This design comes from an exercise in tuning for small area and a short achievable clock period on the open sky130 flow, not from production work.
In this exercise RTL edits were held to simulation tests only and were not proved equivalent to the original.
Power figures rest on the tool's default switching activity, not on a simulated workload.

==> flow/design.v <==
module ecc_rmw (
    input  wire        clk,
    input  wire        rst,           
    input  wire        in_valid,
    input  wire [71:0] in_rd_cw,      
    input  wire [63:0] in_wdata,      
    input  wire [7:0]  in_wmask,      
    input  wire [7:0]  in_wpar,       
    output reg         out_valid,
    output reg  [63:0] out_rdata,     
    output reg  [7:0]  out_rpar,      
    output reg  [7:0]  out_syndrome,  
    output reg         out_sbe,       
    output reg         out_ded,       
    output reg  [71:0] out_wr_cw,     
    output reg         out_poison     
);
    localparam [511:0] HCOL = 512'hf8c73e3d3b372f1fe0d0c8c4c2c1b0a8a4a2a1989492918c8a898685837068646261585452514c4a49464543383432312c2a292625231c1a191615130e0d0b07;
    localparam [7:0] POISON_MASK = 8'h03;
    integer k;
    wire in_syn_t0 = in_rd_cw[56] ^ in_rd_cw[60];
    wire in_syn_t1 = in_rd_cw[57] ^ in_rd_cw[61];
    wire in_syn_t2 = in_rd_cw[58] ^ in_rd_cw[59];
    wire in_syn_t3 = in_rd_cw[22] ^ in_rd_cw[62];
    wire in_syn_t4 = in_rd_cw[49] ^ in_rd_cw[63];
    wire in_syn_t5 = in_rd_cw[14] ^ in_syn_t1;
    wire in_syn_t6 = in_rd_cw[2] ^ in_syn_t0;
    wire in_syn_t7 = in_rd_cw[17] ^ in_syn_t2;
    wire in_syn_t8 = in_rd_cw[12] ^ in_rd_cw[37];
    wire in_syn_t9 = in_rd_cw[7] ^ in_rd_cw[9];
    wire in_syn_t10 = in_rd_cw[33] ^ in_rd_cw[53];
    wire in_syn_t11 = in_rd_cw[5] ^ in_rd_cw[16];
    wire in_syn_t12 = in_rd_cw[24] ^ in_rd_cw[63];
    wire in_syn_t13 = in_rd_cw[28] ^ in_rd_cw[54];
    wire in_syn_t14 = in_rd_cw[31] ^ in_rd_cw[55];
    wire in_syn_t15 = in_rd_cw[11] ^ in_rd_cw[15];
    wire in_syn_t16 = in_rd_cw[19] ^ in_rd_cw[48];
    wire in_syn_t17 = in_rd_cw[4] ^ in_rd_cw[20];
    wire in_syn_t18 = in_rd_cw[40] ^ in_rd_cw[43];
    wire in_syn_t19 = in_rd_cw[8] ^ in_rd_cw[29];
    wire in_syn_t20 = in_rd_cw[39] ^ in_rd_cw[46];
    wire in_syn_t21 = in_rd_cw[50] ^ in_rd_cw[62];
    wire in_syn_t22 = in_rd_cw[25] ^ in_rd_cw[52];
    wire in_syn_t23 = in_rd_cw[27] ^ in_rd_cw[34];
    wire in_syn_t24 = in_rd_cw[45] ^ in_rd_cw[47];
    wire in_syn_t25 = in_rd_cw[42] ^ in_rd_cw[51];
    wire in_syn_t26 = in_rd_cw[0] ^ in_rd_cw[36];
    wire in_syn_t27 = in_rd_cw[13] ^ in_rd_cw[23];
    wire in_syn_t28 = in_rd_cw[35] ^ in_rd_cw[38];
    wire in_syn_t29 = in_rd_cw[21] ^ in_rd_cw[26];
    wire in_syn_t30 = in_rd_cw[1] ^ in_rd_cw[10];
    wire in_syn_t31 = in_rd_cw[18] ^ in_rd_cw[32];
    wire in_syn_t32 = in_rd_cw[41] ^ in_rd_cw[44];
    wire in_syn_t33 = in_rd_cw[3] ^ in_rd_cw[6];
    wire in_syn_t34 = in_syn_t10 ^ in_syn_t12;
    wire in_syn_t35 = in_syn_t15 ^ in_syn_t31;
    wire in_syn_t36 = in_syn_t4 ^ in_syn_t24;
    wire in_syn_t37 = in_syn_t3 ^ in_syn_t22;
    wire in_syn_t38 = in_syn_t21 ^ in_syn_t28;
    wire in_syn_t39 = in_rd_cw[30] ^ in_syn_t29;
    wire in_syn_t40 = in_syn_t13 ^ in_syn_t23;
    wire in_syn_t41 = in_syn_t20 ^ in_syn_t25;
    wire in_syn_t42 = in_syn_t17 ^ in_syn_t30;
    wire in_syn_t43 = in_syn_t8 ^ in_syn_t33;
    wire in_syn_t44 = in_syn_t9 ^ in_syn_t19;
    wire in_syn_t45 = in_rd_cw[7] ^ in_rd_cw[11];
    wire in_syn_t46 = in_rd_cw[41] ^ in_rd_cw[45];
    wire in_syn_t47 = in_rd_cw[57] ^ in_rd_cw[64];
    wire in_syn_t48 = in_syn_t2 ^ in_syn_t11;
    wire in_syn_t49 = in_syn_t26 ^ in_syn_t27;
    wire in_syn_t50 = in_syn_t45 ^ in_syn_t46;
    wire in_syn_t51 = in_syn_t47 ^ in_syn_t6;
    wire in_syn_t52 = in_syn_t38 ^ in_syn_t39;
    wire in_syn_t53 = in_syn_t42 ^ in_syn_t48;
    wire in_syn_t54 = in_syn_t49 ^ in_syn_t50;
    wire in_syn_t55 = in_syn_t51 ^ in_syn_t52;
    wire in_syn_t56 = in_syn_t53 ^ in_syn_t54;
    wire in_syn_t57 = in_syn_t55 ^ in_syn_t56;
    wire in_syn_t58 = in_rd_cw[0] ^ in_rd_cw[8];
    wire in_syn_t59 = in_rd_cw[24] ^ in_rd_cw[27];
    wire in_syn_t60 = in_rd_cw[31] ^ in_rd_cw[35];
    wire in_syn_t61 = in_rd_cw[56] ^ in_rd_cw[65];
    wire in_syn_t62 = in_syn_t3 ^ in_syn_t58;
    wire in_syn_t63 = in_syn_t59 ^ in_syn_t60;
    wire in_syn_t64 = in_syn_t61 ^ in_syn_t5;
    wire in_syn_t65 = in_syn_t7 ^ in_syn_t41;
    wire in_syn_t66 = in_syn_t42 ^ in_syn_t43;
    wire in_syn_t67 = in_syn_t62 ^ in_syn_t63;
    wire in_syn_t68 = in_syn_t64 ^ in_syn_t65;
    wire in_syn_t69 = in_syn_t66 ^ in_syn_t67;
    wire in_syn_t70 = in_syn_t68 ^ in_syn_t69;
    wire in_syn_t71 = in_rd_cw[5] ^ in_rd_cw[9];
    wire in_syn_t72 = in_rd_cw[21] ^ in_rd_cw[28];
    wire in_syn_t73 = in_rd_cw[47] ^ in_rd_cw[58];
    wire in_syn_t74 = in_rd_cw[66] ^ in_syn_t1;
    wire in_syn_t75 = in_syn_t18 ^ in_syn_t26;
    wire in_syn_t76 = in_syn_t71 ^ in_syn_t72;
    wire in_syn_t77 = in_syn_t73 ^ in_syn_t6;
    wire in_syn_t78 = in_syn_t35 ^ in_syn_t37;
    wire in_syn_t79 = in_syn_t43 ^ in_syn_t74;
    wire in_syn_t80 = in_syn_t75 ^ in_syn_t76;
    wire in_syn_t81 = in_syn_t77 ^ in_syn_t78;
    wire in_syn_t82 = in_syn_t79 ^ in_syn_t80;
    wire in_syn_t83 = in_syn_t81 ^ in_syn_t82;
    wire in_syn_t84 = in_rd_cw[1] ^ in_rd_cw[3];
    wire in_syn_t85 = in_rd_cw[15] ^ in_rd_cw[25];
    wire in_syn_t86 = in_rd_cw[38] ^ in_rd_cw[39];
    wire in_syn_t87 = in_rd_cw[40] ^ in_rd_cw[44];
    wire in_syn_t88 = in_rd_cw[59] ^ in_rd_cw[67];
    wire in_syn_t89 = in_syn_t16 ^ in_syn_t27;
    wire in_syn_t90 = in_syn_t84 ^ in_syn_t85;
    wire in_syn_t91 = in_syn_t86 ^ in_syn_t87;
    wire in_syn_t92 = in_syn_t88 ^ in_syn_t5;
    wire in_syn_t93 = in_syn_t6 ^ in_syn_t34;
    wire in_syn_t94 = in_syn_t44 ^ in_syn_t89;
    wire in_syn_t95 = in_syn_t90 ^ in_syn_t91;
    wire in_syn_t96 = in_syn_t92 ^ in_syn_t93;
    wire in_syn_t97 = in_syn_t94 ^ in_syn_t95;
    wire in_syn_t98 = in_syn_t96 ^ in_syn_t97;
    wire in_syn_t99 = in_rd_cw[4] ^ in_rd_cw[6];
    wire in_syn_t100 = in_rd_cw[18] ^ in_rd_cw[19];
    wire in_syn_t101 = in_rd_cw[26] ^ in_rd_cw[42];
    wire in_syn_t102 = in_rd_cw[43] ^ in_rd_cw[61];
    wire in_syn_t103 = in_rd_cw[68] ^ in_syn_t0;
    wire in_syn_t104 = in_syn_t4 ^ in_syn_t11;
    wire in_syn_t105 = in_syn_t32 ^ in_syn_t99;
    wire in_syn_t106 = in_syn_t100 ^ in_syn_t101;
    wire in_syn_t107 = in_syn_t102 ^ in_syn_t7;
    wire in_syn_t108 = in_syn_t40 ^ in_syn_t44;
    wire in_syn_t109 = in_syn_t103 ^ in_syn_t104;
    wire in_syn_t110 = in_syn_t105 ^ in_syn_t106;
    wire in_syn_t111 = in_syn_t107 ^ in_syn_t108;
    wire in_syn_t112 = in_syn_t109 ^ in_syn_t110;
    wire in_syn_t113 = in_syn_t111 ^ in_syn_t112;
    wire in_syn_t114 = in_rd_cw[10] ^ in_rd_cw[12];
    wire in_syn_t115 = in_rd_cw[13] ^ in_rd_cw[16];
    wire in_syn_t116 = in_rd_cw[30] ^ in_rd_cw[33];
    wire in_syn_t117 = in_rd_cw[34] ^ in_rd_cw[46];
    wire in_syn_t118 = in_rd_cw[60] ^ in_rd_cw[69];
    wire in_syn_t119 = in_syn_t14 ^ in_syn_t16;
    wire in_syn_t120 = in_syn_t114 ^ in_syn_t115;
    wire in_syn_t121 = in_syn_t116 ^ in_syn_t117;
    wire in_syn_t122 = in_syn_t118 ^ in_syn_t5;
    wire in_syn_t123 = in_syn_t7 ^ in_syn_t35;
    wire in_syn_t124 = in_syn_t36 ^ in_syn_t119;
    wire in_syn_t125 = in_syn_t120 ^ in_syn_t121;
    wire in_syn_t126 = in_syn_t122 ^ in_syn_t123;
    wire in_syn_t127 = in_syn_t124 ^ in_syn_t125;
    wire in_syn_t128 = in_syn_t126 ^ in_syn_t127;
    wire in_syn_t129 = in_rd_cw[20] ^ in_rd_cw[23];
    wire in_syn_t130 = in_rd_cw[29] ^ in_rd_cw[32];
    wire in_syn_t131 = in_rd_cw[50] ^ in_rd_cw[51];
    wire in_syn_t132 = in_rd_cw[70] ^ in_syn_t14;
    wire in_syn_t133 = in_syn_t129 ^ in_syn_t130;
    wire in_syn_t134 = in_syn_t131 ^ in_syn_t34;
    wire in_syn_t135 = in_syn_t37 ^ in_syn_t39;
    wire in_syn_t136 = in_syn_t40 ^ in_syn_t132;
    wire in_syn_t137 = in_syn_t133 ^ in_syn_t134;
    wire in_syn_t138 = in_syn_t135 ^ in_syn_t136;
    wire in_syn_t139 = in_syn_t137 ^ in_syn_t138;
    wire in_syn_t140 = in_rd_cw[36] ^ in_rd_cw[37];
    wire in_syn_t141 = in_rd_cw[48] ^ in_rd_cw[52];
    wire in_syn_t142 = in_rd_cw[53] ^ in_rd_cw[54];
    wire in_syn_t143 = in_rd_cw[55] ^ in_rd_cw[71];
    wire in_syn_t144 = in_syn_t18 ^ in_syn_t32;
    wire in_syn_t145 = in_syn_t140 ^ in_syn_t141;
    wire in_syn_t146 = in_syn_t142 ^ in_syn_t143;
    wire in_syn_t147 = in_syn_t36 ^ in_syn_t38;
    wire in_syn_t148 = in_syn_t41 ^ in_syn_t144;
    wire in_syn_t149 = in_syn_t145 ^ in_syn_t146;
    wire in_syn_t150 = in_syn_t147 ^ in_syn_t148;
    wire in_syn_t151 = in_syn_t149 ^ in_syn_t150;
    wire [7:0] in_syn = {in_syn_t151, in_syn_t139, in_syn_t128, in_syn_t113, in_syn_t98, in_syn_t83, in_syn_t70, in_syn_t57};
    reg [7:0] in_wpar_err;
    always @(*) begin
        for (k = 0; k < 8; k = k + 1)
            in_wpar_err[k] = in_wmask[k] && ((^in_wdata[8*k +: 8]) == in_wpar[k]);
    end
    reg        s0_valid;
    reg [63:0] s0_rd_data;
    reg [7:0]  s0_syn;
    reg [63:0] s0_wdata;
    reg [7:0]  s0_wmask;
    reg        s0_wpar_err;
    always @(posedge clk) begin
        if (rst) begin
            s0_valid <= 1'b0;
        end else begin
            s0_valid <= in_valid;
        end
        s0_rd_data  <= in_rd_cw[63:0];
        s0_syn      <= in_syn;
        s0_wdata    <= in_wdata;
        s0_wmask    <= in_wmask;
        s0_wpar_err <= |in_wpar_err;
    end
    reg [15:0] syn_lo, syn_hi;
    always @(*) begin
        for (k = 0; k < 16; k = k + 1) begin
            syn_lo[k] = (s0_syn[3:0] == k);
            syn_hi[k] = (s0_syn[7:4] == k);
        end
    end
    reg [63:0] flip_data;
    reg [7:0]  flip_check;
    reg [7:0]  flip_byte;    
    always @(*) begin
        for (k = 0; k < 64; k = k + 1)
            flip_data[k] = syn_lo[HCOL[8*k +: 4]] & syn_hi[HCOL[8*k+4 +: 4]];
        for (k = 0; k < 8; k = k + 1) begin
            flip_check[k] = (s0_syn == (8'h01 << k));
            flip_byte[k]  = |flip_data[8*k +: 8];
        end
    end
    wire sbe = (|flip_byte) | (|flip_check);
    wire ded = (s0_syn != 8'h00) && !sbe;
    wire [63:0] corr_data = s0_rd_data ^ flip_data;
    reg [7:0] corr_par;
    always @(*) begin
        for (k = 0; k < 8; k = k + 1)
            corr_par[k] = ~^s0_rd_data[8*k +: 8] ^ flip_byte[k];
    end
    reg [63:0] merged;
    reg [63:0] premerged;
    reg [7:0]  kept_flip;    
    always @(*) begin
        for (k = 0; k < 8; k = k + 1) begin
            merged[8*k +: 8]    = s0_wmask[k] ? s0_wdata[8*k +: 8] : corr_data[8*k +: 8];
            premerged[8*k +: 8] = s0_wmask[k] ? s0_wdata[8*k +: 8] : s0_rd_data[8*k +: 8];
            kept_flip[k]        = !s0_wmask[k] && flip_byte[k];
        end
    end
    wire need_read = (s0_wmask != 8'hff);
    wire poison    = (need_read && ded) || s0_wpar_err;
    wire pm_check_t0 = premerged[56] ^ premerged[58];
    wire pm_check_t1 = premerged[59] ^ premerged[60];
    wire pm_check_t2 = premerged[57] ^ premerged[61];
    wire pm_check_t3 = premerged[35] ^ premerged[62];
    wire pm_check_t4 = premerged[53] ^ premerged[63];
    wire pm_check_t5 = premerged[12] ^ pm_check_t2;
    wire pm_check_t6 = premerged[0] ^ pm_check_t0;
    wire pm_check_t7 = premerged[7] ^ pm_check_t1;
    wire pm_check_t8 = premerged[39] ^ premerged[42];
    wire pm_check_t9 = premerged[1] ^ premerged[24];
    wire pm_check_t10 = premerged[17] ^ premerged[34];
    wire pm_check_t11 = premerged[10] ^ premerged[30];
    wire pm_check_t12 = premerged[15] ^ premerged[18];
    wire pm_check_t13 = premerged[48] ^ premerged[49];
    wire pm_check_t14 = premerged[14] ^ premerged[33];
    wire pm_check_t15 = premerged[27] ^ premerged[31];
    wire pm_check_t16 = premerged[16] ^ premerged[63];
    wire pm_check_t17 = premerged[25] ^ premerged[40];
    wire pm_check_t18 = premerged[52] ^ premerged[62];
    wire pm_check_t19 = premerged[4] ^ premerged[5];
    wire pm_check_t20 = premerged[38] ^ premerged[45];
    wire pm_check_t21 = premerged[50] ^ premerged[55];
    wire pm_check_t22 = premerged[36] ^ premerged[41];
    wire pm_check_t23 = premerged[23] ^ premerged[26];
    wire pm_check_t24 = premerged[9] ^ premerged[43];
    wire pm_check_t25 = premerged[21] ^ premerged[22];
    wire pm_check_t26 = premerged[8] ^ premerged[29];
    wire pm_check_t27 = premerged[6] ^ premerged[28];
    wire pm_check_t28 = premerged[2] ^ premerged[3];
    wire pm_check_t29 = premerged[19] ^ premerged[44];
    wire pm_check_t30 = premerged[11] ^ premerged[47];
    wire pm_check_t31 = premerged[51] ^ premerged[54];
    wire pm_check_t32 = premerged[37] ^ premerged[46];
    wire pm_check_t33 = pm_check_t4 ^ pm_check_t21;
    wire pm_check_t34 = premerged[32] ^ pm_check_t30;
    wire pm_check_t35 = premerged[20] ^ pm_check_t15;
    wire pm_check_t36 = premerged[13] ^ pm_check_t14;
    wire pm_check_t37 = pm_check_t3 ^ pm_check_t22;
    wire pm_check_t38 = pm_check_t26 ^ pm_check_t29;
    wire pm_check_t39 = pm_check_t18 ^ pm_check_t25;
    wire pm_check_t40 = pm_check_t24 ^ pm_check_t27;
    wire pm_check_t41 = pm_check_t8 ^ pm_check_t32;
    wire pm_check_t42 = pm_check_t10 ^ pm_check_t16;
    wire pm_check_t43 = pm_check_t17 ^ pm_check_t28;
    wire pm_check_t44 = pm_check_t12 ^ pm_check_t34;
    wire pm_check_t45 = pm_check_t5 ^ pm_check_t6;
    wire pm_check_t46 = pm_check_t31 ^ pm_check_t33;
    wire pm_check_t47 = pm_check_t7 ^ pm_check_t38;
    wire pm_check_t48 = pm_check_t20 ^ pm_check_t37;
    wire pm_check_t49 = premerged[1] ^ premerged[2];
    wire pm_check_t50 = premerged[11] ^ premerged[13];
    wire pm_check_t51 = premerged[16] ^ premerged[20];
    wire pm_check_t52 = premerged[21] ^ premerged[50];
    wire pm_check_t53 = premerged[57] ^ pm_check_t11;
    wire pm_check_t54 = pm_check_t19 ^ pm_check_t23;
    wire pm_check_t55 = pm_check_t49 ^ pm_check_t50;
    wire pm_check_t56 = pm_check_t51 ^ pm_check_t52;
    wire pm_check_t57 = pm_check_t6 ^ pm_check_t7;
    wire pm_check_t58 = pm_check_t53 ^ pm_check_t54;
    wire pm_check_t59 = pm_check_t55 ^ pm_check_t56;
    wire pm_check_t60 = pm_check_t48 ^ pm_check_t57;
    wire pm_check_t61 = pm_check_t58 ^ pm_check_t59;
    wire pm_check_t62 = pm_check_t60 ^ pm_check_t61;
    wire pm_check_t63 = premerged[3] ^ premerged[4];
    wire pm_check_t64 = premerged[6] ^ premerged[8];
    wire pm_check_t65 = premerged[10] ^ premerged[14];
    wire pm_check_t66 = premerged[17] ^ premerged[22];
    wire pm_check_t67 = premerged[51] ^ premerged[59];
    wire pm_check_t68 = pm_check_t3 ^ pm_check_t9;
    wire pm_check_t69 = pm_check_t63 ^ pm_check_t64;
    wire pm_check_t70 = pm_check_t65 ^ pm_check_t66;
    wire pm_check_t71 = pm_check_t67 ^ pm_check_t35;
    wire pm_check_t72 = pm_check_t41 ^ pm_check_t68;
    wire pm_check_t73 = pm_check_t69 ^ pm_check_t70;
    wire pm_check_t74 = pm_check_t45 ^ pm_check_t71;
    wire pm_check_t75 = pm_check_t72 ^ pm_check_t73;
    wire pm_check_t76 = pm_check_t74 ^ pm_check_t75;
    wire pm_check_t77 = premerged[5] ^ premerged[36];
    wire pm_check_t78 = premerged[37] ^ premerged[60];
    wire pm_check_t79 = pm_check_t77 ^ pm_check_t78;
    wire pm_check_t80 = pm_check_t39 ^ pm_check_t40;
    wire pm_check_t81 = pm_check_t43 ^ pm_check_t79;
    wire pm_check_t82 = pm_check_t44 ^ pm_check_t45;
    wire pm_check_t83 = pm_check_t80 ^ pm_check_t81;
    wire pm_check_t84 = pm_check_t82 ^ pm_check_t83;
    wire pm_check_t85 = premerged[9] ^ premerged[15];
    wire pm_check_t86 = premerged[23] ^ premerged[38];
    wire pm_check_t87 = premerged[39] ^ premerged[48];
    wire pm_check_t88 = premerged[56] ^ pm_check_t2;
    wire pm_check_t89 = pm_check_t4 ^ pm_check_t9;
    wire pm_check_t90 = pm_check_t85 ^ pm_check_t86;
    wire pm_check_t91 = pm_check_t87 ^ pm_check_t36;
    wire pm_check_t92 = pm_check_t43 ^ pm_check_t88;
    wire pm_check_t93 = pm_check_t89 ^ pm_check_t90;
    wire pm_check_t94 = pm_check_t47 ^ pm_check_t91;
    wire pm_check_t95 = pm_check_t92 ^ pm_check_t93;
    wire pm_check_t96 = pm_check_t94 ^ pm_check_t95;
    wire pm_check_t97 = premerged[18] ^ premerged[26];
    wire pm_check_t98 = premerged[27] ^ premerged[41];
    wire pm_check_t99 = premerged[42] ^ premerged[49];
    wire pm_check_t100 = premerged[54] ^ premerged[61];
    wire pm_check_t101 = pm_check_t0 ^ pm_check_t19;
    wire pm_check_t102 = pm_check_t97 ^ pm_check_t98;
    wire pm_check_t103 = pm_check_t99 ^ pm_check_t100;
    wire pm_check_t104 = pm_check_t40 ^ pm_check_t42;
    wire pm_check_t105 = pm_check_t101 ^ pm_check_t102;
    wire pm_check_t106 = pm_check_t103 ^ pm_check_t47;
    wire pm_check_t107 = pm_check_t104 ^ pm_check_t105;
    wire pm_check_t108 = pm_check_t106 ^ pm_check_t107;
    wire pm_check_t109 = premerged[19] ^ premerged[31];
    wire pm_check_t110 = premerged[45] ^ premerged[46];
    wire pm_check_t111 = premerged[55] ^ premerged[58];
    wire pm_check_t112 = pm_check_t1 ^ pm_check_t11;
    wire pm_check_t113 = pm_check_t13 ^ pm_check_t109;
    wire pm_check_t114 = pm_check_t110 ^ pm_check_t111;
    wire pm_check_t115 = pm_check_t5 ^ pm_check_t36;
    wire pm_check_t116 = pm_check_t42 ^ pm_check_t112;
    wire pm_check_t117 = pm_check_t113 ^ pm_check_t114;
    wire pm_check_t118 = pm_check_t44 ^ pm_check_t115;
    wire pm_check_t119 = pm_check_t116 ^ pm_check_t117;
    wire pm_check_t120 = pm_check_t118 ^ pm_check_t119;
    wire pm_check_t121 = premerged[24] ^ premerged[25];
    wire pm_check_t122 = premerged[28] ^ premerged[29];
    wire pm_check_t123 = premerged[30] ^ premerged[32];
    wire pm_check_t124 = premerged[33] ^ premerged[34];
    wire pm_check_t125 = pm_check_t23 ^ pm_check_t121;
    wire pm_check_t126 = pm_check_t122 ^ pm_check_t123;
    wire pm_check_t127 = pm_check_t124 ^ pm_check_t35;
    wire pm_check_t128 = pm_check_t39 ^ pm_check_t125;
    wire pm_check_t129 = pm_check_t126 ^ pm_check_t46;
    wire pm_check_t130 = pm_check_t127 ^ pm_check_t128;
    wire pm_check_t131 = pm_check_t129 ^ pm_check_t130;
    wire pm_check_t132 = premerged[40] ^ premerged[43];
    wire pm_check_t133 = premerged[44] ^ premerged[47];
    wire pm_check_t134 = premerged[52] ^ pm_check_t13;
    wire pm_check_t135 = pm_check_t132 ^ pm_check_t133;
    wire pm_check_t136 = pm_check_t41 ^ pm_check_t134;
    wire pm_check_t137 = pm_check_t135 ^ pm_check_t46;
    wire pm_check_t138 = pm_check_t48 ^ pm_check_t136;
    wire pm_check_t139 = pm_check_t137 ^ pm_check_t138;
    wire [7:0] pm_check = {pm_check_t139, pm_check_t131, pm_check_t120, pm_check_t108, pm_check_t96, pm_check_t84, pm_check_t76, pm_check_t62};
    wire [7:0] pm_check_corr = pm_check ^ s0_syn;
    wire [7:0] new_check = ((|kept_flip) ? pm_check_corr : pm_check)
                         ^ (poison ? POISON_MASK : 8'h00);
    always @(posedge clk) begin
        if (rst) begin
            out_valid <= 1'b0;
        end else begin
            out_valid <= s0_valid;
        end
        out_rdata    <= corr_data;
        out_rpar     <= corr_par;
        out_syndrome <= s0_syn;
        out_sbe      <= sbe;
        out_ded      <= ded;
        out_wr_cw    <= {new_check, merged};
        out_poison   <= poison;
    end
endmodule
==> flow/flow/run.sh <==
#!/bin/bash
# Standard layout with plain port buffers, no CTS dummy loads.
set -euo pipefail
export BUFFER_PORTS_ARGS="-buffer_cell sky130_fd_sc_hd__buf_2"
export CTS_ARGS="-sink_clustering_enable -repair_clock_nets -dont_use_dummy_load"
bash standard.sh > standard.log 2>&1
==> flow/standard.sh <==
#!/bin/bash
# synth_recipe.tcl (not shown) runs the flow's synth.tcl, then flattens the netlist and writes it again
# the make line also repeats each setting of config.mk as NAME=value (left out here)
make -C /OpenROAD-flow-scripts/flow DESIGN_CONFIG=/design/flow/config.mk WORK_HOME=/design/flow/orfs CLKGATE_MAP_FILE= SYNTH_SCRIPT=/design/flow/synth_recipe.tcl "${@:-finish}"
==> flow/config.mk <==
export PLATFORM = sky130hd
export DESIGN_NAME = ecc_rmw
export DESIGN_NICKNAME = ecc_rmw
export VERILOG_FILES = /design/flow/design.v
export SDC_FILE = /design/flow/constraint.sdc
export NUM_CORES = 4
export LEC_CHECK = 0
export ABC_AREA = 1
export CAP_MARGIN = 20
export CORE_MARGIN = 2
export CORE_UTILIZATION = 40
export PLACE_DENSITY = 0.8
export SETUP_SLACK_MARGIN = 3.25
export SLEW_MARGIN = 20
==> flow/constraint.sdc <==
create_clock -name core_clock -period 5.5 [get_ports {clk}]
set_input_delay 1.1000 -clock core_clock [delete_from_list [all_inputs] [get_ports {clk}]]
set_output_delay 1.1000 -clock core_clock [all_outputs]
set_load 0.01 [all_outputs]
==> results.tsv, run 1 <==
stage	metric	value	unit
die	core_region_area	35400	um^2
pwr	ir_worst_vdd	0.235	mV
die	ioPinCount	311	
die	start_util	40.4	%
synth	yosysWarnings	1	
grt	grt_pass1_wl	75.7	mm
clocking	clock_latency	0.54	ns
pwr	p_clk_share	26.6	%
finish	fillCellCount	3352	
die	die_y	193	um
clocking	clock_path_buffers	3	
timing	setup_tns	0	ns
status	outcome	no timing/DRC/antenna violations	
timing	setup_violations	0	
finish	area_growth	26.7	%
pwr	p_leak	8.99	nW
synth	ys.flop_type	dfxtp_1	
finish	layout-drive-gt1-share	26.9	%
flow_run	drv_cap	0	
pwr	switching_share	37.3	%
clocking	cts_tree	done	
route	routedWlPerCell	20.4	um
clocking	cts_inserted_buffers	34	
pwr	switchingPower	0.00269	W
synth	syn-num-nets	1952	
route	vias_per_cell	4.94	
route	drtAntennaViolNets	0	
pwr	seq_power_share	37.5	%
placement	finalWeightedCongestion	1.01	
timing	finClkSkew	0.0436	ns
die	rows	69	
synth	synth_edf_count	0	
finish	fin_cells	2626	
route	wl	53.7	mm
timing	finalHoldViolations	0	
synth	syn_inst	1797	
grt	antenna_found_initial	2	
clocking	clk_pin_slew	0.06	ns
synth	ys_seq_elements	302	
min_path	worstHoldPathType	reg -> reg	
grt	grt_pass1_vias	12500	
timing	min_period_over_period	41.0	%
timing	slew_viol_final	0	
critical_path	cp-start-kind	register	
critical_path	critPathKind	reg -> reg	
clocking	numClockSinks	302	
timing	tightest_slew	0.570	ns
synth	async_reset_ff_share	0	%
finish	register_area	6100	um^2
route	drt-pass1-iter-count	8	
synth	postSynthAreaPerCell	7.95	um^2
timing	period_minus_slack	2.25	ns
timing	max_slew_margin	61.7	%
die	die_area	37200	um^2
synth	synth_cell_type_count	29	
placement	dp.cells	2552	
timing	rsz0062_at_grt	yes	
critical_path	cp_max_fo	7	
critical_path	required	5.92	ns
grt	grt_use_total	28.1	%
pwr	p_per_area	398	nW/um^2
timing	whs	0.408	ns
synth	ys_seq_area_share	42.3	%
pwr	pwr-share-comb	35.9	%
grt	gr-total-overflow	0	
finish	multi_input_area	8140	um^2
route	vias	13000	
synth	syn_area	14300	um^2
die	die_w	193	um
grt	grt_max_degree	22	
clocking	cts_root_buf	clkbuf_16	
finish	fin_nets	2320	
pwr	internal_power	0.00451	W
timing	fmax	444	MHz
route	drt_iter0_markers	925	
route	drc	0	
clocking	htreeDepth	2	
critical_path	endpoint_kind	register	
placement	io_buffers	310	
placement	dp_hpwl	43.9	mm
critical_path	crit_arrival	2.67	ns
-- worst max-delay path, stage by stage, from the launching register on --
cell,delay (ns)
dfxtp_4,0.41
inv_2,0.08
nand2_4,0.13
nor2_4,0.06
buf_12,0.14
nand2_2,0.12
nand2_1,0.10
nor2_1,0.15
nand2_2,0.13
nor2_1,0.11
nand2_1,0.07
nor2_2,0.16
nand4_1,0.12
nand2_2,0.16
inv_1,0.08
nand3_1,0.07
nand2_1,0.05
-- cell usage in the layout (no fill, tap or decap), types with 3 or more instances in the layout --
| cell | instances |
|---|---|
| buf_6 | 3 |
| nand3_1 | 57 |
| nand3b_1 | 4 |
| xnor2_2 | 6 |
| or2_2 | 4 |
| nor2_1 | 52 |
| nand2_4 | 11 |
| xor2_1 | 185 |
| inv_1 | 125 |
| dfxtp_1 | 286 |
| o21ai_1 | 6 |
| clkbuf_16 | 34 |
| inv_2 | 13 |
| nor2_2 | 15 |
| clkinvlp_4 | 4 |
| o21ai_2 | 27 |
| xor2_2 | 6 |
| clkinv_1 | 3 |
| nand4_1 | 9 |
| nor2_4 | 20 |
| dfxtp_4 | 14 |
| buf_4 | 31 |
| nand2_2 | 59 |
| buf_2 | 312 |
| o21a_1 | 3 |
| nand2_1 | 618 |
| xnor2_1 | 227 |
| o21ai_4 | 15 |
-- cells in the mapped netlist, types with 4 or more instances --
| cell type | n | area [um^2] |
|---|---|---|
| dfxtp_1 | 302 | 6050 |
| o21ai_1 | 10 | 50.1 |
| buf_6 | 6 | 67.6 |
| inv_1 | 133 | 499 |
| or2_2 | 4 | 25.0 |
| xor2_1 | 189 | 1660 |
| nand4_1 | 9 | 56.3 |
| nand2_1 | 668 | 2510 |
| nor2_2 | 12 | 75.1 |
| nand3_1 | 58 | 290 |
| nand3b_1 | 4 | 30.0 |
| nand2_2 | 17 | 106 |
| o21ai_2 | 27 | 236 |
| inv_2 | 10 | 37.5 |
| clkbuf_1 | 5 | 18.8 |
| xnor2_1 | 232 | 2030 |
| o21ai_0 | 12 | 60.1 |
| nor2_1 | 75 | 282 |
-- logic make-up (layout without fill, tap and decap cells) --
group           count (synthesis)  count (layout)  synth area share (%)
simple gates                  853             853                  24.0
buf+inv                       162             528                  4.67
compound gates                 55              55                  2.77
other cells                     0               2                     0
xor+xnor                      425             425                  26.3
flops                         302             302                  42.3
-- worst paths after layout --
check | start | to | slack (ns) | cells past startpoint
max reg2reg | s0_syn[0] | out_wr_cw[64] | 3.25 | 16
min reg2reg | s0_valid | out_valid | 0.41 | 2
max | s0_syn[0] | out_wr_cw[64] | 3.25 | 16
min | s0_valid | out_valid | 0.41 | 2
-- registers in the layout (all words and copies together), names as in the netlist --
signal        flops
out_ded           1
out_poison        1
out_rdata        64
out_rpar          8
out_sbe           1
out_syndrome      8
out_valid         1
out_wr_cw        72
s0_rd_data       64
s0_syn            8
s0_valid          1
s0_wdata         64
s0_wmask          8
s0_wpar_err       1
-- metrics by stage --
| step | power [W] | setup WS (ns) | util, % | cell area (um^2) |
|---|---|---|---|---|
| 2_1_floorplan | 0.00415 | 3.25 | - | 14300 |
| 5_1_grt | 0.00753 | 3.18 | 51.2 | 18100 |
| 3_5_place_dp | 0.00498 | 2.75 | 46.1 | 16300 |
| 4_1_cts | 0.00696 | 3.20 | 49.1 | 17400 |
| 6_report | 0.00720 | 3.25 | 51.2 | 18100 |
| 3_3_place_gp | 0.00495 | 2.75 | 46.1 | 16300 |
-- per-layer routing --
| layer | global-route usage (%) | share of wire [%] | vias to the layer above |
|---|---|---|---|
| li1 | - | - | 6151 |
| met1 | 35.0 | 40 | 6088 |
| met2 | 47.8 | 47 | 615 |
| met3 | 4.22 | 7.7 | 123 |
| met4 | 13.5 | 4.9 | 0 |
| met5 | 0 | 0 | - |
-- power groups by stage --
stage                     Combinational, W  Clock, W  Sequential [W]
after floorplan                    0.00143         0         0.00272
after global placement             0.00224         0         0.00271
after detailed placement           0.00227         0         0.00271
after CTS                          0.00234   0.00194         0.00267
after global routing               0.00279   0.00202         0.00272
final                              0.00259   0.00191         0.00270
-- cell type report --
class	count	share of cell area [%]
multi-input cells	1333	44.9
flip-flops and latches	302	33.7
repair buffers	348	10.3
clock buffers	34	4.70
well taps	461	3.19
inverters	146	3.14
diodes	2	0.0276
-- timing repair --
item / CTS / global route
hold buffers: 0 / 0
endpoints found under the setup margin: 9 / 10
endpoints found under the hold margin: 0 / 0
pin swaps: 0 / 11
setup buffers: 9 / 29
gates resized for setup: 61 / 131
==> run 2, diff against run 1 <==
--- a/flow/config.mk
+++ b/flow/config.mk
@@ -8,7 +8,6 @@
 export ABC_AREA = 1
-export CAP_MARGIN = 20
+export CAP_MARGIN = 0
 export CORE_MARGIN = 2
 export CORE_UTILIZATION = 40
-export PLACE_DENSITY = 0.8
 export SETUP_SLACK_MARGIN = 3.25
-export SLEW_MARGIN = 20
+export SLEW_MARGIN = 0
==> results.tsv, run 2 <==
stage	metric	value	unit	change
synth	syn_inst	1797		unchanged
grt	gr-total-overflow	0		unchanged
synth	syn_area	14300	um^2	unchanged
critical_path	cp_max_fo	3		-4
critical_path	required	5.96	ns	+0.04 ns
grt	grt_use_total	27.3	%	-0.83 points
critical_path	cp-start-kind	input port		
critical_path	endpoint_kind	register		
grt	grt_max_degree	22		unchanged
die	rows	69		unchanged
route	drt_iter0_markers	814		-12%
pwr	pwr-share-comb	38.0	%	+2.1 points
clocking	cts_inserted_buffers	31		-8.8%
pwr	switching_share	37.3	%	-0.037 points
status	outcome	no timing/DRC/antenna violations		
die	start_util	40.4	%	unchanged
clocking	numClockSinks	302		unchanged
route	drt-pass1-iter-count	7		-1
grt	grt_use_met2	45.4	%	-2.4 points
synth	async_reset_ff_share	0	%	unchanged
clocking	cts_tree	done		
pwr	p_clk_share	24.9	%	-1.7 points
finish	top_register	out_wr_cw		
grt	use_met1	34.7	%	-0.29 points
pwr	p_per_area	390	nW/um^2	-1.8%
grt	antenna_found_initial	1		-1
grt	met3_usage	5.10	%	+0.89 points
route	wl	52.2	mm	-2.9%
pwr	ir_worst_vdd	0.262	mV	+11%
synth	synth_cell_type_count	29		unchanged
clocking	htreeDepth	1		-1
grt	grt_pass1_wl	73.4	mm	-3.0%
finish	finish.utilization	51.7	%	+0.55 points
grt	top_usage_layer	met2		
finish	area_growth	28.1	%	
min_path	worstHoldPathType	reg -> reg		
route	vias	12600		-3.2%
finish	layout-drive-gt1-share	28.2	%	+1.3 points
die	ioPinCount	311		unchanged
die	die_y	193	um	unchanged
critical_path	crit_arrival	2.64	ns	-0.03 ns
placement	io_buffers	310		unchanged
synth	synth.largest_area_cell	dfxtp_1		
placement	finalWeightedCongestion	1.01		-0.19%
clocking	clock_path_buffers	3		unchanged
pwr	internal_power	0.00448	W	-0.66%
finish	layout_commonest_cell	nand2_1		
route	drtAntennaViolNets	0		unchanged
die	die_w	193	um	unchanged
synth	yosysMostFrequentCell	nand2_1		
grt	grt_pass1_vias	12100		-3.1%
route	vias_per_cell	4.76		-3.6%
timing	period_minus_slack	2.18	ns	-0.0689 ns
synth	ys.flop_type	dfxtp_1		
synth	syn-num-nets	1952		unchanged
timing	max_slew_margin	55.7	%	-6.0 points
timing	rsz0062_at_grt	yes		
finish	fillCellCount	3470		+3.5%
finish	final_cell_mix	612 x nand2_1, 310 x buf_2, 285 x dfxtp_1		
timing	setup_violations	0		unchanged
die	core_region_area	35400	um^2	unchanged
clocking	clock_latency	0.56	ns	+0.02 ns
pwr	p_leak	9.17	nW	+2.0%
synth	ys_seq_elements	302		unchanged
synth	synth_top_area_share	42.3	%	unchanged
pwr	seq_power_share	37.2	%	-0.3 points
finish	register_area	6110	um^2	+0.10%
finish	largest_register_ffs	72		unchanged
finish	multi_input_area	8260	um^2	+1.5%
timing	fmax	458	MHz	+3.2%
pwr	switchingPower	0.00267	W	-0.82%
synth	yosysWarnings	1		unchanged
timing	slew_viol_final	0		unchanged
critical_path	critPathKind	in -> reg		
clocking	cts_root_buf	clkbuf_16		
die	die_area	37200	um^2	unchanged
timing	finClkSkew	0.0153	ns	-0.0283 ns
synth	synth_top_cells_by_area	dfxtp_1 42%, nand2_1 18%, xnor2_1 14%		
synth	synth_edf_count	0		unchanged
timing	tightest_slew	0.660	ns	+0.0894 ns
flow_run	drv_cap	0		unchanged
route	routedWlPerCell	19.8	um	-3.3%
timing	min_period_over_period	39.7	%	-1.3 points
finish	fin_nets	2332		+0.52%
timing	setup_tns	0	ns	unchanged
synth	synth_common_cells	668 x nand2_1, 302 x dfxtp_1, 232 x xnor2_1		
synth	postSynthAreaPerCell	7.95	um^2	unchanged
timing	finalHoldViolations	0		unchanged
synth	ys_seq_area_share	42.3	%	unchanged
clocking	clk_pin_slew	0.06	ns	about the same
placement	dp_hpwl	43.5	mm	-0.95%
route	drc	0		unchanged
run 2: changes by cell type in the layout (fill, tap and decap cells not counted), sizes merged:
cell and delta:
buf +15, clkbuf -3
run 2: area by class of cell:
class / count / area share [%]
diodes: 2 / 0.0273
clock buffers: 31 / 4.24
inverters: 146 / 3.09
multi-input cells: 1333 / 45.2
flip-flops and latches: 302 / 33.4
well taps: 461 / 3.15
repair buffers: 363 / 11.0
run 2: stage by stage:
stage | hold slack, ns | instance area, um^2 | total power, W | worst slack, ns | std cells
detailed placement | 0.401 | 16300 | 0.00497 | 2.60 | 2553
global placement | 0.390 | 16300 | 0.00496 | 2.58 | 2553
CTS | 0.410 | 17400 | 0.00688 | 3.23 | 2592
finish | 0.406 | 18300 | 0.00715 | 3.32 | 2638
floorplan | 0.376 | 14300 | 0.00415 | 3.25 | 1797
global route | 0.430 | 18300 | 0.00752 | 3.22 | 2637
run 2: final timing paths:
kind                              startpoint            end  slack [ns]  cells past startpoint
worst max-delay path            in_rd_cw[58]      s0_syn[1]        3.32                      6
worst min-delay path                s0_valid      out_valid        0.41                      2
worst max register to register     s0_syn[5]  out_wr_cw[65]        3.34                     16
worst min register to register      s0_valid      out_valid        0.41                      2
run 2: timing repair:
item | 4_1_cts | 5_1_grt
endpoints found under the setup margin | 10 | 10
resized for setup | 73 | 154
setup buffers | 8 | 44
hold buffers | 0 | 0
pin swaps | 2 | 25
run 2: kinds of logic after synthesis:
kind of cell	after synthesis	synth area share, %
buf+inv	162	4.67
simple gates	853	24.0
xor+xnor	425	26.3
compound gates	55	2.77
flops	302	42.3
run 2: worst max-delay path, stage by stage:
cell and delay [ns]:
buf_2 0.14, xnor2_1 0.42, xor2_2 0.30, xnor2_1 0.18, xor2_1 0.24, xor2_1 0.26
run 2: layer usage:
metal / share of wire (%) / wire [um] / vias to the layer above
li1: - / - / 6167
met3: 7.7 / 4000 / 107
met4: 4.6 / 2400 / 0
met2: 47 / 24400 / 509
met1: 41 / 21400 / 5783
met5: 0 / 0 / -
run 2: power by group through the flow:
stage	Clock [W]	Combinational (W)	Sequential, W
after floorplan	0	0.00143	0.00272
after detailed placement	0	0.00228	0.00270
final	0.00178	0.00271	0.00266
after CTS	0.00182	0.00240	0.00266
after global placement	0	0.00226	0.00270
after global routing	0.00190	0.00295	0.00268
==> run 3, diff against run 2 <==
==> flow/flow/run.sh (replaced) <==
#!/bin/bash
# Standard layout with plain port buffers, no CTS dummy loads.
set -euo pipefail
export BUFFER_PORTS_ARGS="-buffer_cell sky130_fd_sc_hd__buf_2"
export CTS_ARGS="-sink_clustering_enable -repair_clock_nets -dont_use_dummy_load -buf_list sky130_fd_sc_hd__clkbuf_8"
bash standard.sh > standard.log 2>&1
--- a/flow/config.mk
+++ b/flow/config.mk
@@ -8,3 +8,3 @@
 export ABC_AREA = 1
-export CAP_MARGIN = 0
+export CAP_MARGIN = 20
 export CORE_MARGIN = 2
@@ -12,2 +12,2 @@
 export SETUP_SLACK_MARGIN = 3.25
-export SLEW_MARGIN = 0
+export SLEW_MARGIN = 20
==> results.tsv, run 3 <==
stage	metric	value	unit	change
synth	synth_edf_count	0		unchanged
grt	grt_pass1_wl	73.8	mm	+0.46%
route	vias	12600		+0.28%
critical_path	worstPathCellList	buf_2, xnor2_1, xor2_1, xnor2_1, xor2_1, xor2_1		
pwr	p_per_area	382	nW/um^2	-2.1%
critical_path	endpoint_kind	register		
critical_path	crit_top_cell	xor2_1		
min_path	worstHoldStart	s0_valid		
finish	multi_input_area	8220	um^2	-0.50%
critical_path	required	6.01	ns	+0.05 ns
placement	finalWeightedCongestion	1.01		unchanged
placement	io_buffers	310		unchanged
timing	slew_viol_final	0		unchanged
synth	ys.flop_type	dfxtp_1		
placement	place_ws	2.60	ns	unchanged
grt	grt_use_total	27.6	%	+0.27 points
die	ioPinCount	311		unchanged
clocking	clock_path_buffers	3		unchanged
finish	fin_nets	2349		+0.73%
critical_path	crit_buf_inv	1		unchanged
die	rows	69		unchanged
route	drt-pass1-iter-count	6		-1
die	die_y	193	um	unchanged
synth	ys_seq_area_share	42.3	%	unchanged
critical_path	crit_arrival	2.72	ns	+0.08 ns
timing	finalHoldViolations	0		unchanged
route	routedWlPerCell	19.7	um	-0.41%
clocking	hold_buffers	0		unchanged
critical_path	crit_family	XOR/XNOR gates		
finish	register_area	6110	um^2	unchanged
finish	finish.utilization	51.3	%	-0.37 points
die	die_w	193	um	unchanged
timing	max_slew_margin	59.5	%	+3.8 points
synth	synth_cell_type_count	29		unchanged
synth	yosysMostFrequentCell	nand2_1		
critical_path	cpMaxStageDelayCell	xor2_1		
clocking	numClockSinks	302		unchanged
timing	finClkSkew	0.0566	ns	+0.0413 ns
min_path	worstHoldPathType	reg -> reg		
synth	syn_area	14300	um^2	unchanged
die	die_area	37200	um^2	unchanged
timing	tightest_slew	0.604	ns	-0.0562 ns
critical_path	cp-start-kind	input port		
synth	synth.largest_area_cell	dfxtp_1		
finish	top_register	out_wr_cw		
synth	synth_top_cells_by_area	dfxtp_1 42%, nand2_1 18%, xnor2_1 14%		
pwr	p_leak	9.06	nW	-1.2%
clocking	clock_latency	0.64	ns	+0.08 ns
timing	whs	0.403	ns	-0.00300 ns
finish	layout-drive-gt1-share	28.7	%	+0.51 points
finish	num_antenna_cells	0		-2
clocking	clk_pin_slew	0.05	ns	about the same
synth	async_reset_ff_share	0	%	unchanged
synth	yosysWarnings	1		unchanged
synth	postSynthAreaPerCell	7.95	um^2	unchanged
synth	syn_inst	1797		unchanged
synth	syn-num-nets	1952		unchanged
synth	ys_seq_elements	302		unchanged
clocking	cts_inserted_buffers	51		+65%
critical_path	r2r-start	s0_wmask[4]		
clocking	cts_root_buf	clkbuf_8		
finish	layout_commonest_cell	nand2_1		
grt	gr-total-overflow	0		unchanged
grt	grt_pass1_vias	12200		+0.84%
pwr	finalPower	0.00695	W	-2.8%
timing	setup_tns	0	ns	unchanged
grt	grt_max_degree	22		unchanged
timing	fmax	453	MHz	-1.0%
route	vias_per_cell	4.75		-0.29%
finish	largest_register_ffs	72		unchanged
placement	dp_hpwl	43.5	mm	unchanged
die	core_region_area	35400	um^2	unchanged
status	outcome	no timing/DRC/antenna violations		
die	start_util	40.4	%	unchanged
finish	area_growth	27.2	%	
timing	period_minus_slack	2.21	ns	+0.0223 ns
route	wl	52.2	mm	+0.16%
timing	worst_slack	3.29	ns	-0.0223 ns
critical_path	critPathKind	in -> reg		
grt	antenna_found_initial	2		+1
clocking	cts_tree	done		
critical_path	crit_start	in_rd_cw[58]		
route	drc	0		unchanged
flow_run	drv_cap	0		unchanged
route	drt_iter0_markers	803		-1.4%
timing	setup_violations	0		unchanged
pwr	ir_worst_vdd	0.216	mV	-18%
critical_path	cp_max_fo	3		unchanged
synth	synth_common_cells	668 x nand2_1, 302 x dfxtp_1, 232 x xnor2_1		
synth	synth_top_area_share	42.3	%	unchanged
route	drtAntennaViolNets	0		unchanged
clocking	htreeDepth	2		+1
critical_path	slowest_delay	0.41	ns	about the same
timing	min_period_over_period	40.1	%	+0.40 points
timing	rsz0062_at_grt	yes		
finish	final_cell_mix	608 x nand2_1, 311 x buf_2, 285 x dfxtp_1		
finish	fillCellCount	3487		+0.49%
run 3: cell counts after synthesis:
No cell type changed its count.
run 3: through the flow:
step                cell area, um^2  instances
floorplan                     14300       1797
global placement              16300       2553
detailed placement            16300       2553
CTS                           17300       2611
global route                  18200       2653
finish                        18200       2653
run 3: cells by family after synthesis:
family / count (synthesis) / synth area share (%)
simple gates: 853 / 24.0
compound gates: 55 / 2.77
buf+inv: 162 / 4.67
xor+xnor: 425 / 26.3
flops: 302 / 42.3
run 3: worst paths after layout:
check | endpoint | slack, ns | cells after the start
max | s0_syn[1] | 3.29 | 6
min | out_valid | 0.40 | 2
min reg2reg | out_valid | 0.40 | 2
max reg2reg | out_wr_cw[70] | 3.35 | 8
run 3: metal layers:
metal / global-route usage [%] / vias to the layer above / wire length (um)
met4: 12.1 / 2 / 2150
met5: 0 / - / 11
met1: 34.9 / 5820 / 21700
met3: 4.76 / 111 / 3550
li1: - / 6198 / -
met2: 46.2 / 470 / 24800
run 3: final cells by class:
cell class,instances,share of cell area [%]
Inverter,146,3.17
Tap cell,461,3.17
Timing Repair Buffer,360,10.9
Multi-Input combinational cell,1333,45.2
Clock buffer,51,3.86
Sequential cell,302,33.6
run 3: where the power goes:
group          internal, W  total (W)  switching (W)  leakage [nW]
logic             0.000989    0.00265        0.00166          6.14
clock network     0.000812    0.00162       0.000809         0.367
registers          0.00250    0.00267       0.000175          2.55
total              0.00430    0.00695        0.00265          9.06
run 3: worst min-delay path, cell delays in order (launching register included):
cell and delay (ns):
dfxtp_1 0.29, inv_1 0.04, nor2_1 0.03
run 3: what timing repair did:
action	4_1_cts	5_1_grt
pin swaps	3	21
hold endpoints to repair	0	0
endpoints found under the setup margin	9	10
gates resized for setup	73	147
buffers inserted	7	42
==> run 4, diff against run 3 <==
==> flow/flow/run.sh (replaced) <==
#!/bin/bash
# Standard layout with plain port buffers, no CTS dummy loads.
set -euo pipefail
export BUFFER_PORTS_ARGS="-buffer_cell sky130_fd_sc_hd__buf_2"
export CTS_ARGS="-sink_clustering_enable -repair_clock_nets -dont_use_dummy_load -root_buf sky130_fd_sc_hd__clkbuf_16 -buf_list sky130_fd_sc_hd__clkbuf_4"
bash standard.sh > standard.log 2>&1
==> results.tsv, run 4 <==
stage	metric	value	unit	change
timing	tightest_slew	0.574	ns	-0.0293 ns
route	drt-pass1-iter-count	7		+1
clocking	clock_path_buffers	3		unchanged
pwr	pwr-share-comb	37.6	%	-0.6 points
grt	grt_pass1_vias	12400		+2.1%
grt	grt_max_degree	22		unchanged
finish	fin_cells	2675		+0.83%
synth	postSynthAreaPerCell	7.95	um^2	unchanged
synth	syn-num-nets	1952		unchanged
finish	layout_commonest_cell	nand2_1		
route	vias_per_cell	4.75		about the same
synth	async_reset_ff_share	0	%	unchanged
finish	area_growth	27.2	%	about the same
route	drtAntennaViolNets	0		unchanged
flow_run	drv_cap	0		unchanged
die	start_util	40.4	%	unchanged
critical_path	cp-start-kind	input port		
status	outcome	no timing/DRC/antenna violations		
pwr	switchingPower	0.00267	W	+0.72%
min_path	worstHoldPathType	reg -> reg		
pwr	p_clk_share	24.2	%	+0.9 points
timing	max_slew_margin	61.4	%	+2.0 points
timing	fmax	450	MHz	-0.63%
route	routedWlPerCell	19.6	um	-0.68%
critical_path	crit_arrival	2.65	ns	-0.07 ns
finish	largest_register_ffs	72		unchanged
clocking	cts_inserted_buffers	79		+55%
die	die_area	37200	um^2	unchanged
pwr	ir_worst_vdd	0.200	mV	-7.1%
timing	finClkSkew	0.0466	ns	-0.00997 ns
finish	final_cell_mix	616 x nand2_1, 310 x buf_2, 285 x dfxtp_1		
synth	ys_seq_elements	302		unchanged
die	ioPinCount	311		unchanged
critical_path	endpoint_kind	register		
timing	min_period_over_period	40.4	%	+0.25 points
die	die_w	193	um	unchanged
route	drt_iter0_markers	756		-5.9%
placement	dp_hpwl	43.5	mm	unchanged
grt	grt_use_total	27.7	%	+0.19 points
synth	ys_seq_area_share	42.3	%	unchanged
synth	synth_edf_count	0		unchanged
placement	finalWeightedCongestion	1.01		unchanged
clocking	numClockSinks	302		unchanged
die	rows	69		unchanged
synth	ys.flop_type	dfxtp_1		
timing	slew_viol_final	0		unchanged
pwr	switching_share	38.0	%	-0.078 points
clocking	cts_root_buf	clkbuf_16		
route	drc	0		unchanged
critical_path	cp_max_fo	3		unchanged
placement	dp.cells	2553		unchanged
route	wl	52.3	mm	+0.15%
route	vias	12700		+0.86%
synth	synth_top_area_share	42.3	%	unchanged
pwr	p_per_area	386	nW/um^2	+0.95%
placement	io_buffers	310		unchanged
synth	synth.largest_area_cell	dfxtp_1		
pwr	p_leak	9.08	nW	+0.25%
die	die_y	193	um	unchanged
finish	top_register	out_wr_cw		
clocking	hold_buffers	0		unchanged
synth	yosysMostFrequentCell	nand2_1		
grt	antenna_found_initial	2		unchanged
clocking	clock_latency	0.55	ns	-0.09 ns
synth	synth_cell_type_count	29		unchanged
finish	layout-drive-gt1-share	29.0	%	+0.22 points
finish	fillCellCount	3490		+0.086%
timing	finalHoldViolations	0		unchanged
clocking	htreeDepth	3		+1
timing	setup_tns	0	ns	unchanged
pwr	seq_power_share	38.2	%	-0.3 points
critical_path	required	5.93	ns	-0.08 ns
synth	yosysWarnings	1		unchanged
timing	period_minus_slack	2.22	ns	+0.0140 ns
timing	setup_violations	0		unchanged
synth	synth_common_cells	668 x nand2_1, 302 x dfxtp_1, 232 x xnor2_1		
synth	syn_inst	1797		unchanged
clocking	cts_tree	done		
pwr	internal_power	0.00434	W	+1.1%
die	core_region_area	35400	um^2	unchanged
clocking	clk_pin_slew	0.06	ns	about the same
synth	synth_top_cells_by_area	dfxtp_1 42%, nand2_1 18%, xnor2_1 14%		
critical_path	critPathKind	in -> reg		
grt	gr-total-overflow	0		unchanged
synth	syn_area	14300	um^2	unchanged
finish	fin_nets	2370		+0.89%
grt	grt_pass1_wl	74.2	mm	+0.55%
timing	rsz0062_at_grt	yes		
## run 4: cell count changes in the layout (fill, tap and decap cells not counted), sizes merged
cell      before  now
buf          360  353
clkbuf        51   79
clkinv         1    3
clkinvlp       6    4
diode          0    1
## run 4: power by group through the flow
stage | combinational [W] | clock [W] | sequential [W]
floorplan | 0.00143 | 0 | 0.00272
global placement | 0.00226 | 0 | 0.00270
detailed placement | 0.00228 | 0 | 0.00270
CTS | 0.00237 | 0.00175 | 0.00266
global route | 0.00286 | 0.00187 | 0.00270
finish | 0.00263 | 0.00170 | 0.00268
## run 4: through the flow
step	total power (W)	area, um^2	hold WS [ns]	utilization, %	setup WS [ns]
finish	0.00701	18200	0.405	51.3	3.28
global route	0.00743	18200	0.404	51.3	3.14
CTS	0.00679	17300	0.402	48.9	3.23
detailed placement	0.00497	16300	0.401	46.1	2.60
global placement	0.00496	16300	0.390	46.1	2.58
floorplan	0.00415	14300	0.376	-	3.25
## run 4: final cells by class
| class | count | area [um^2] | share of cell area [%] |
|---|---|---|---|
| Multi-Input combinational cell | 1333 | 8210 | 45.2 |
| Inverter | 146 | 566 | 3.11 |
| Tap cell | 461 | 577 | 3.17 |
| Clock buffer | 79 | 751 | 4.13 |
| Antenna cell | 1 | 2.50 | 0.0138 |
| Timing Repair Buffer | 353 | 1960 | 10.8 |
| Sequential cell | 302 | 6110 | 33.6 |
## run 4: kinds of logic after synthesis
kind of cell | count (synthesis) | synth area share, %
AOI/OAI and AO/OA | 55 | 2.77
and+or+nand+nor | 853 | 24.0
DFF | 302 | 42.3
xor gates and xnor gates | 425 | 26.3
buffers and inverters | 162 | 4.67
## run 4: path summary, 6_finish.rpt
path / start / endpoint / slack (ns) / depth (start not counted)
setup / recovery: in_rd_cw[58] / s0_syn[1] / 3.28 / 6
hold / removal: s0_valid / out_valid / 0.40 / 2
setup reg to reg: s0_syn[3] / out_wr_cw[65] / 3.32 / 16
hold reg to reg: s0_valid / out_valid / 0.40 / 2
## run 4: routing by layer
metal	GRT usage [%]	wire, um
met5	0	0
met4	13.1	2170
met3	6.10	3870
met2	45.9	24600
met1	34.4	21700
## run 4: repair_timing
item                       in CTS  in global routing
setup endpoints to repair      11                 10
gates resized for setup        69                140
buffers inserted                6                 36
pin swaps                       2                 16
## run 4: worst max-delay path, cell delays in order
cell and delay [ns]:
buf_2 0.14, xnor2_1 0.41, xor2_2 0.31, xnor2_1 0.19, xor2_1 0.25, xor2_1 0.26
==> run 5, diff against run 4 <==
==> flow/flow/run.sh (replaced) <==
#!/bin/bash
# Standard layout with plain port buffers (buf_2 on inputs, buf_1 on outputs)
# and no CTS dummy loads.
set -euo pipefail
here=$(pwd)
export BUFFER_PORTS_ARGS="-inputs -buffer_cell sky130_fd_sc_hd__buf_2"
export PRE_GLOBAL_PLACE_TCL="$here/flow/out_buffers.tcl"
export CTS_ARGS="-sink_clustering_enable -repair_clock_nets -dont_use_dummy_load"
bash standard.sh > standard.log 2>&1
==> flow/flow/out_buffers.tcl (new file) <==
buffer_ports -outputs -buffer_cell sky130_fd_sc_hd__buf_1
--- a/flow/config.mk
+++ b/flow/config.mk
@@ -11,3 +11,3 @@
 export CORE_UTILIZATION = 40
-export SETUP_SLACK_MARGIN = 3.25
+export SETUP_SLACK_MARGIN = 3.1
 export SLEW_MARGIN = 20
==> results.tsv, run 5 <==
stage	metric	value	unit	change
route	vias	12100		-5.0%
critical_path	r2r_end	out_wr_cw[64]		
critical_path	reg2reg_slack	3.16	ns	-0.16 ns
critical_path	slowest_delay	0.36	ns	-0.05 ns
finish	final_cell_area	16900	um^2	-7.1%
critical_path	worstRegToRegCells	16		unchanged
timing	slew_viol_final	0		unchanged
critical_path	cp_max_fo	8		+5
status	outcome	no timing/DRC/antenna violations		
synth	synth_top_area_share	42.3	%	unchanged
route	wl	52.2	mm	-0.24%
grt	grt_pass1_vias	11600		-6.9%
finish	final_cell_mix	640 x nand2_1, 286 x dfxtp_1, 228 x xnor2_1		
pwr	p_leak	8.24	nW	-9.3%
clocking	clk_pin_slew	0.05	ns	about the same
finish	fillCellCount	3541		+1.5%
route	vias_per_cell	4.92		+3.6%
critical_path	endpoint_kind	register		
timing	period_minus_slack	2.34	ns	+0.123 ns
placement	dp_hpwl	43.8	mm	+0.61%
clocking	clock_latency	0.55	ns	about the same
pwr	switching_share	37.6	%	-0.45 points
finish	area_growth	18.2	%	
finish	fin_nets	2148		-9.4%
timing	setup_tns	0	ns	unchanged
route	drt_iter0_markers	857		+13%
synth	ys_seq_elements	302		unchanged
clocking	cts_root_buf	clkbuf_16		
timing	rsz0062_at_grt	yes		
critical_path	required	5.90	ns	-0.03 ns
die	core_region_area	35400	um^2	unchanged
pwr	ir_worst_vdd	0.252	mV	+26%
synth	synth_common_cells	668 x nand2_1, 302 x dfxtp_1, 232 x xnor2_1		
route	drc	0		unchanged
critical_path	crit_end	out_wr_cw[64]		
synth	synth_edf_count	0		unchanged
pwr	p_clk_share	27.3	%	+3.1 points
route	drtAntennaViolNets	0		unchanged
grt	gr-total-overflow	0		unchanged
synth	synth_top_cells_by_area	dfxtp_1 42%, nand2_1 18%, xnor2_1 14%		
placement	io_buffers	310		unchanged
die	die_y	193	um	unchanged
finish	top_register	out_wr_cw		
die	start_util	40.4	%	unchanged
pwr	internal_power	0.00435	W	about the same
timing	max_slew_margin	55.7	%	-5.7 points
synth	syn_area	14300	um^2	unchanged
critical_path	r2r-start	s0_syn[0]		
clocking	cts_tree	done		
clocking	clock_path_buffers	3		unchanged
critical_path	cpMaxStageDelayCell	dfxtp_2		
finish	layout_commonest_cell	nand2_1		
synth	syn-num-nets	1952		unchanged
placement	place_ws	2.62	ns	+0.0209 ns
finish	layout-drive-gt1-share	18.1	%	-11 points
critical_path	worstPathCellList	inv_1, nand2_4, nor2_2, nand2_1, nand2_1, nor2_1, nand2_1, nand2_1, nand2_1, nor2_4, nand2_4, nand2_1, inv_1, nand3_1, nand3_1, nand2_1		
die	rows	69		unchanged
die	ioPinCount	311		unchanged
clocking	hold_buffers	0		unchanged
pwr	switchingPower	0.00262	W	-1.9%
synth	synth.largest_area_cell	dfxtp_1		
pwr	pwr-share-comb	32.2	%	-5.4 points
timing	finClkSkew	0.0496	ns	+0.00305 ns
synth	yosysWarnings	1		unchanged
timing	tightest_slew	0.660	ns	+0.0854 ns
synth	ys.flop_type	dfxtp_1		
synth	synth_cell_type_count	29		unchanged
critical_path	crit_start	s0_syn[0]		
pwr	p_per_area	412	nW/um^2	+6.9%
grt	grt_max_degree	22		unchanged
critical_path	cp-start-kind	register		
grt	antenna_found_initial	1		-1
route	routedWlPerCell	21.3	um	+8.8%
route	drt-pass1-iter-count	5		-2
finish	finish.utilization	47.7	%	-3.6 points
clocking	numClockSinks	302		unchanged
finish	largest_register_ffs	72		unchanged
critical_path	crit_arrival	2.74	ns	+0.09 ns
grt	grt_use_total	27.7	%	about the same
critical_path	critPathKind	reg -> reg		
synth	syn_inst	1797		unchanged
timing	setup_violations	0		unchanged
placement	finalWeightedCongestion	1.04		+2.6%
flow_run	drv_cap	0		unchanged
min_path	worstHoldPathType	reg -> reg		
clocking	cts_inserted_buffers	34		-57%
timing	min_period_over_period	42.6	%	+2.2 points
timing	fmax	427	MHz	-5.2%
grt	grt_pass1_wl	73.6	mm	-0.73%
pwr	seq_power_share	40.5	%	+2.3 points
die	die_area	37200	um^2	unchanged
timing	finalHoldViolations	0		unchanged
clocking	htreeDepth	2		-1
synth	postSynthAreaPerCell	7.95	um^2	unchanged
synth	ys_seq_area_share	42.3	%	unchanged
timing	worst_slack	3.16	ns	-0.123 ns
placement	dpl_cell_area	15500	um^2	-4.8%
timing	whs	0.399	ns	-0.00559 ns
synth	async_reset_ff_share	0	%	unchanged
die	die_w	193	um	unchanged
critical_path	crit_top_cell	nand2_1		
synth	yosysMostFrequentCell	nand2_1		
finish	num_antenna_cells	0		-1
==> run 5: changes by cell type in the layout (fill, tap and decap cells not counted), sizes merged <==
cell    previous run  this run
buf              353       176
clkbuf            79        34
diode              1         0
==> run 5: layer usage <==
layer	GRT usage [%]	wire [um]
met1	34.1	21300
met2	46.4	24200
met4	12.3	2600
met3	6.46	4080
met5	0	13
==> run 5: worst min path at each step <==
stage | startpoint | endpoint | cells past startpoint
global route | s0_syn[3] | out_syndrome[3] | 0
CTS | s0_valid | out_valid | 2
detailed placement | s0_valid | out_valid | 2
global placement | s0_valid | out_valid | 2
floorplan | s0_syn[4] | out_syndrome[4] | 0
finish | s0_syn[2] | out_syndrome[2] | 0
==> run 5: repair_timing <==
item / 4_1_cts / 5_1_grt
setup buffers: 4 / 17
setup endpoints to repair: 9 / 8
resized for setup: 36 / 75
pin swaps: 0 / 6
==> run 5: final cells by class <==
| type | instances | area (um^2) | area share (%) |
|---|---|---|---|
| clock buffers | 34 | 851 | 5.04 |
| well taps | 461 | 577 | 3.42 |
| flip-flops and latches | 302 | 6100 | 36.1 |
| inverters | 146 | 564 | 3.34 |
| multi-input cells | 1333 | 7840 | 46.4 |
| repair buffers | 176 | 961 | 5.69 |
==> run 5: cells by family (layout without fill, tap and decap cells) <==
kind of cell / Yosys count / in the layout / synth area share, %
simple gates: 853 / 853 / 24.0
xor+xnor: 425 / 425 / 26.3
flops: 302 / 302 / 42.3
buf+inv: 162 / 356 / 4.67
compound gates: 55 / 55 / 2.77
==> run 5: power groups by stage <==
stage               sequential (W)  combinational [W]  clock (W)
floorplan                  0.00272            0.00143          0
global placement           0.00285            0.00203          0
detailed placement         0.00284            0.00204          0
CTS                        0.00281            0.00209    0.00194
global route               0.00285            0.00242    0.00202
finish                     0.00282            0.00224    0.00190
==> run 5: stage by stage <==
step	std cells	total power, W
2_1_floorplan	1797	0.00415
3_3_place_gp	2397	0.00487
3_5_place_dp	2397	0.00488
4_1_cts	2435	0.00684
5_1_grt	2452	0.00729
6_report	2452	0.00696
==> run 5: worst max-delay path, delay by kind of cell (launching register included) <==
kind	cells	cell delay (ns)
simple gates	14	1.64
flops	1	0.36
buf+inv	2	0.20

-- port drivers added, routing unchanged --
The flow's constraints put no driver on any port. The routed layouts listed below were extracted and timed again, unchanged, in two steps.
Step 1: set_driving_cell puts a clkbuf_16 on clk and a buf_2 on each other input, an assumption about the parent block.
Step 2 adds t to the input delays and takes it off the output delays; t is the mean of the earliest and latest rising clock arrival at the registers after step 1. Input paths then give back, and output paths get back, about the clock's delay inside the block.
a / b / c = ideal / step 1 / step 2; a / b = the first two.
run	t, ns	setup slack, ns	worst setup path at the end	slew at the worst register clock pin (ns)
run 1	0.574	3.247 / 3.207 / 2.799	input to register	0.07 / 0.07
run 2	0.613	3.316 / 3.285 / 2.741	input to register	0.06 / 0.06
run 3	0.659	3.294 / 3.244 / 2.666	input to register	0.07 / 0.07
run 4	0.581	3.280 / 3.306 / 2.734	input to register	0.07 / 0.07
run 5	0.583	3.157 / 3.157 / 2.628	input to register	0.06 / 0.06
After both steps setup and hold are still met in every run listed. For run 3, which loses most, drivers alone change the setup slack by -0.050 ns; drivers and shift together by -0.628 ns.
